Background: an optimization exercise with open tools, aiming at small area, a short achievable clock period and few clock cycles. Do not read the settings as production practice. RTL that was checked went through simulation tests only; none was proved equivalent to the original. No activity file was given, so power comes from the tool's default toggle rates.

oak:
==> flow/design.v (excerpt) <==
module police_meter #(
    parameter M  = 8,            
    parameter MW = 3             
) (
    input  wire        clk,
    input  wire        rst,
    input  wire        req_valid,
    output wire        req_ready,
    input  wire [1:0]  req_op,         
    input  wire [MW-1:0] req_meter,
    input  wire [47:0] req_time,       
    input  wire [13:0] req_len,        
    input  wire [7:0]  req_event,      
    input  wire [23:0] req_rate,       
    input  wire [20:0] req_burst,      
    input  wire        req_mode,       
    input  wire [5:0]  req_overhead,   
    input  wire [7:0]  req_open_id,    
    input  wire [7:0]  req_close_id,   
    input  wire [2:0]  req_flags,      
    output reg         resp_valid,
    output reg  [1:0]  resp_code,      
    output reg  [71:0] resp_tat,
    output reg  [M-1:0] resp_gates
);
    localparam OP_FRAME  = 2'd0;
    localparam OP_EVENT  = 2'd1;
    localparam OP_COMMIT = 2'd2;
    localparam OP_REMOVE = 2'd3;
    integer k;
    reg  [71:0]  tat   [0:M-1];
    reg  [46:0]  tper  [0:M-1];    
    reg  [66:0]  btv   [0:M-1];    
    reg  [5:0]   xoh   [0:M-1];    
    reg  [7:0]   oid   [0:M-1];
    reg  [7:0]   cid   [0:M-1];
    reg  [M-1:0] gctl;
    reg  [M-1:0] present;
    reg  [M-1:0] gate;             
    reg          rdy;
    reg          s0_v;
    reg  [1:0]   s0_op;
    reg  [MW-1:0] s0_m;
    reg  [47:0]  s0_time;
    reg  [13:0]  s0_len;
    reg  [7:0]   s0_ev;
    reg  [23:0]  s0_rate;
    reg  [20:0]  s0_burst;
    reg          s0_mode;
    reg  [5:0]   s0_oh;
    reg  [7:0]   s0_oid;
    reg  [7:0]   s0_cid;
    reg  [2:0]   s0_flags;
    assign req_ready = rdy;
    wire acc_commit = req_valid && rdy && req_op == OP_COMMIT;
    always @(posedge clk) begin
        if (rdy) begin
            s0_op    <= req_op;
            s0_m     <= req_meter;
            s0_time  <= req_time;
            s0_rate  <= req_rate;
            s0_burst <= req_burst;
            s0_mode  <= req_mode;
            s0_oh    <= req_overhead;
  ...
Settings: LEC_CHECK=0, ABC_CLOCK_PERIOD_IN_PS=5000, CAP_MARGIN=20, CORE_MARGIN=2, CORE_UTILIZATION=60, CTS_CLUSTER_DIAMETER=100, CTS_CLUSTER_SIZE=20, SLEW_MARGIN=20; clock period 22.0 ns.
standard.sh (not shown) runs the stock make flow with config.mk's settings and CLKGATE_MAP_FILE= SYNTH_SCRIPT=/design/flow/synth_recipe.tcl, a recipe that flattens the netlist after the stock synthesis.
==> flow/flow/run.sh <==
#!/bin/bash
set -euo pipefail
export SETUP_SLACK_MARGIN=16
bash standard.sh > flow_make.log 2>&1
Testbench counts of oak, summed over its fixed seeds: cycles 26,348.
## Diff of input files: pine against oak
==> flow/flow/run.sh <==
#!/bin/bash
set -euo pipefail
export SETUP_SLACK_MARGIN=16.3
bash standard.sh > flow_make.log 2>&1
Results
Global-route total usage across every layer up 0.19 points in pine wrt oak. Going from oak to pine, non-clock buffer area fraction after layout now sits higher; wire length of the first global-routing pass saw an increase. As far as compound-cell area share of the yosys netlist goes, oak and pine are indistinguishable; the numbers are identical. Final area: pine worse than oak. | core utilization of the finished layout | pine vs oak | 0.94 points higher |.
## Diff of input files: birch against pine
# pine
export LEC_CHECK = 0
export ABC_CLOCK_PERIOD_IN_PS = 5000
export CAP_MARGIN = 20
export CORE_MARGIN = 2
export CORE_UTILIZATION = 60
export CTS_CLUSTER_DIAMETER = 100
export CTS_CLUSTER_SIZE = 20
export SLEW_MARGIN = 20
create_clock -name core_clock -period 22.0 [get_ports {clk}]
# birch
export LEC_CHECK = 0
export ABC_CLOCK_PERIOD_IN_PS = 5000
export CAP_MARGIN = 20
export CORE_MARGIN = 2
export CORE_UTILIZATION = 60
export SLEW_MARGIN = 20
create_clock -name core_clock -period 22.0 [get_ports {clk}]
==> flow/flow/run.sh <==
#!/bin/bash
set -euo pipefail
export SETUP_SLACK_MARGIN=16
bash standard.sh > flow_make.log 2>&1
Results
Diff birch and pine: clock period minus final worst setup slack higher in birch. When birch is set beside pine, its share of cells above drive strength 1 turns out to be 1.5 points smaller. Diff pine..birch | synthesized cell area | unchanged. In the tables for birch and pine, deepest clock path buffer count reads higher with birch. Compared with pine, in birch cell count now larger, fraction of the cycle the final worst path needs rose by 0.94 points, worst setup timing slack at the placement stage went up by 0.27 ns, number of ordinary inverters in the final layout has remained practically unchanged.

========
Another version of the RTL of police_meter (not shown whole).
For scale: roughly 2,600 flip-flops, roughly 0.14 mm2 of cells after synthesis.
==> flow/config.mk <==
export PLATFORM = sky130hd
export DESIGN_NAME = police_meter
export DESIGN_NICKNAME = police_meter
export VERILOG_FILES = /design/flow/design.v
export SDC_FILE = /design/flow/constraint.sdc
export NUM_CORES = 4
export LEC_CHECK = 0
export ABC_CLOCK_PERIOD_IN_PS = 5000
export CAP_MARGIN = 20
export CORE_MARGIN = 2
export CORE_UTILIZATION = 60
export CTS_CLUSTER_DIAMETER = 100
export CTS_CLUSTER_SIZE = 25
export SLEW_MARGIN = 20
==> flow/constraint.sdc <==
create_clock -name core_clock -period 22.0 [get_ports {clk}]
set_input_delay 4.4000 -clock core_clock [delete_from_list [all_inputs] [get_ports {clk}]]
set_output_delay 4.4000 -clock core_clock [all_outputs]
set_load 0.01 [all_outputs]
==> flow/flow/run.sh <==
#!/bin/bash
set -euo pipefail
export SETUP_SLACK_MARGIN=16
bash standard.sh > flow_make.log 2>&1
Testbench counts at the start, summed over its fixed seeds: cycles 26,348.
Change:
==> flow/run.sh (new file) <==
#!/bin/bash
# synth_recipe.tcl (not shown) runs the flow's synth.tcl, then flattens the netlist and writes it again
# the make line also repeats each setting of config.mk as NAME=value (left out here)
make -C /OpenROAD-flow-scripts/flow DESIGN_CONFIG=/design/flow/config.mk WORK_HOME=/design/flow/orfs CLKGATE_MAP_FILE= SYNTH_SCRIPT=/design/flow/synth_recipe.tcl finish
--- a/flow/config.mk
+++ b/flow/config.mk
@@ -11,4 +11,2 @@
 export CORE_UTILIZATION = 60
-export CTS_CLUSTER_DIAMETER = 100
-export CTS_CLUSTER_SIZE = 25
 export SLEW_MARGIN = 20
removed: flow/flow/run.sh
removed: flow/standard.sh
What happened: The new run produced a clean layout; power went up by about 8%; design area went up by 2.4%; critical path depth went up by 8; setup slack loses 1.9 ns; hold slack gains 0.015 ns; global-route usage went up by 0.26 points; core utilization went up by 1.6 points; clock power went up by 78%; fmax went down by 23%.
Change:
==> flow/flow/run.sh (new file) <==
#!/bin/bash
set -euo pipefail
export SETUP_SLACK_MARGIN=16.3
bash standard.sh > flow_make.log 2>&1
==> flow/standard.sh (new file) <==
#!/bin/bash
# synth_recipe.tcl (not shown) runs the flow's synth.tcl, then flattens the netlist and writes it again
# the make line also repeats each setting of config.mk as NAME=value (left out here)
make -C /OpenROAD-flow-scripts/flow DESIGN_CONFIG=/design/flow/config.mk WORK_HOME=/design/flow/orfs CLKGATE_MAP_FILE= SYNTH_SCRIPT=/design/flow/synth_recipe.tcl "${@:-finish}"
--- a/flow/config.mk
+++ b/flow/config.mk
@@ -11,2 +11,4 @@
 export CORE_UTILIZATION = 60
+export CTS_CLUSTER_DIAMETER = 100
+export CTS_CLUSTER_SIZE = 25
 export SLEW_MARGIN = 20
removed: flow/run.sh
=> The new run finished clean; count of clock-buffer cells in the layout came out lower by 191; setup slack improved by 2.0 ns; synthesized area is unchanged; wire length is higher slightly; register-to-register slack gains 2.1 ns; critical path depth shrinks by 21; die area does not change; core utilization decreases by 0.76 points; worst hold slack stays flat; global-route usage climbs by 0.31 points; sequential power is about the same.
Change:
==> flow/flow/run.sh (replaced) <==
#!/bin/bash
set -euo pipefail
export SETUP_SLACK_MARGIN=16
bash standard.sh > flow_make.log 2>&1
--- a/flow/config.mk
+++ b/flow/config.mk
@@ -11,4 +11,2 @@
 export CORE_UTILIZATION = 60
-export CTS_CLUSTER_DIAMETER = 100
-export CTS_CLUSTER_SIZE = 25
 export SLEW_MARGIN = 20
What happened:
- design area climbs by about 2.4%
- synthesized area stays the same
- non-clock buffer count came out lower by 49
- worst setup slack is worse by 0.22 ns
- die area stays the same
- via count rose by 0.73%
- global-route usage rises by 0.16 points
- routed wire length barely changes

========
P:
police_meter, a different RTL version from the one above (not shown whole).
Size in the first run: roughly 140000 um^2 of cells after synthesis.
## police_meter
module police_meter #(
    parameter M  = 8,            
    parameter MW = 3             
) (
    input  wire        clk,
    input  wire        rst,
    input  wire        req_valid,
    output wire        req_ready,
    input  wire [1:0]  req_op,         
    input  wire [MW-1:0] req_meter,
    input  wire [47:0] req_time,       
    input  wire [13:0] req_len,        
    input  wire [7:0]  req_event,      
    input  wire [23:0] req_rate,       
    input  wire [20:0] req_burst,      
    input  wire        req_mode,       
    input  wire [5:0]  req_overhead,   
    input  wire [7:0]  req_open_id,    
    input  wire [7:0]  req_close_id,   
    input  wire [2:0]  req_flags,      
    output reg         resp_valid,
    output reg  [1:0]  resp_code,      
    output reg  [71:0] resp_tat,
    output reg  [M-1:0] resp_gates
);
Settings: LEC_CHECK=0, ABC_CLOCK_PERIOD_IN_PS=5000, CAP_MARGIN=20, CORE_MARGIN=2, CORE_UTILIZATION=40, SLEW_MARGIN=20; clock period 22.0 ns.
run.sh (not shown) runs the stock make flow with config.mk's settings and CLKGATE_MAP_FILE= SYNTH_SCRIPT=/design/flow/synth_recipe.tcl, a recipe that flattens the netlist after the stock synthesis.
Stock flow here: none of the scripts above is used.
Relative to P, the following input files were edited for Q:
==> flow/flow/run.sh (new file) <==
#!/bin/bash
set -euo pipefail
export SETUP_SLACK_MARGIN=15
bash standard.sh > flow_make.log 2>&1
==> flow/standard.sh (new file) <==
#!/bin/bash
# synth_recipe.tcl (not shown) runs the flow's synth.tcl, then flattens the netlist and writes it again
# the make line also repeats each setting of config.mk as NAME=value (left out here)
make -C /OpenROAD-flow-scripts/flow DESIGN_CONFIG=/design/flow/config.mk WORK_HOME=/design/flow/orfs CLKGATE_MAP_FILE= SYNTH_SCRIPT=/design/flow/synth_recipe.tcl "${@:-finish}"
removed: flow/run.sh
### Flow results
Result: PASS for each of P and Q
Summary of Q over P: delay of the slowest critical-path stage shows a reduction of 0.20 ns, setup slack shows an increase of 3.19 ns.
Cell leakage power delta (Q − P): unfavourable
No run of this note included a check of the RTL's function; only the layout flow was run.

## re-timing with driven ports
The results above use ideal ports. As a check the final layouts listed here were re-extracted and re-timed, cells and wires unchanged.
Step 1 sets driving cells, clkbuf_16 on the clock port and buf_2 on the other inputs (assumed; they add their load-dependent delay and slew).
Step 2 adds t to the input delays and takes it off the output delays; t is the mean of the earliest and latest rising clock arrival at the registers after step 1. Input paths then give back, and output paths get back, about the clock's delay inside the block.
Slacks: no drivers / after step 1 / after step 2; pairs: no drivers / after step 1.
| run | shift t [ns] | setup slack, ns | worst hold slack (ns) | worst setup path after step 2 | cell pins on the clock port's net |
|---|---|---|---|---|---|
| oak | 0.939 | 16.047 / 15.949 / 15.222 | 0.296 / 0.296 / 0.296 | input to register | 1 |
| pine | 0.939 | 16.233 / 16.127 / 15.529 | 0.309 / 0.309 / 0.309 | input to register | 1 |
| birch | 1.016 | 16.026 / 15.940 / 15.159 | 0.306 / 0.306 / 0.306 | input to register | 1 |
| the first run of note 2 | 0.939 | 15.961 / 15.961 / 15.142 | 0.302 / 0.302 / 0.302 | input to register | 1 |
| the second run of note 2 | 1.026 | 14.110 / 14.110 / 14.110 | 0.317 / 0.317 / 0.317 | register to register | 1 |
| the third run of note 2 | 0.949 | 16.140 / 16.044 / 15.430 | 0.316 / 0.316 / 0.316 | input to register | 1 |
| the fourth run of note 2 | 1.008 | 15.921 / 15.921 / 15.159 | 0.285 / 0.285 / 0.285 | input to register | 1 |
| P | 1.013 | 10.694 / 10.694 / 10.694 | 0.336 / 0.336 / 0.336 | register to register | 1 |
| Q | 1.024 | 13.888 / 13.888 / 13.888 | 0.333 / 0.333 / 0.333 | register to register | 1 |
After both steps every run listed still meets setup and hold. The setup slack of birch, which loses most, moves by -0.086 ns with the drivers and by -0.867 ns with both steps.
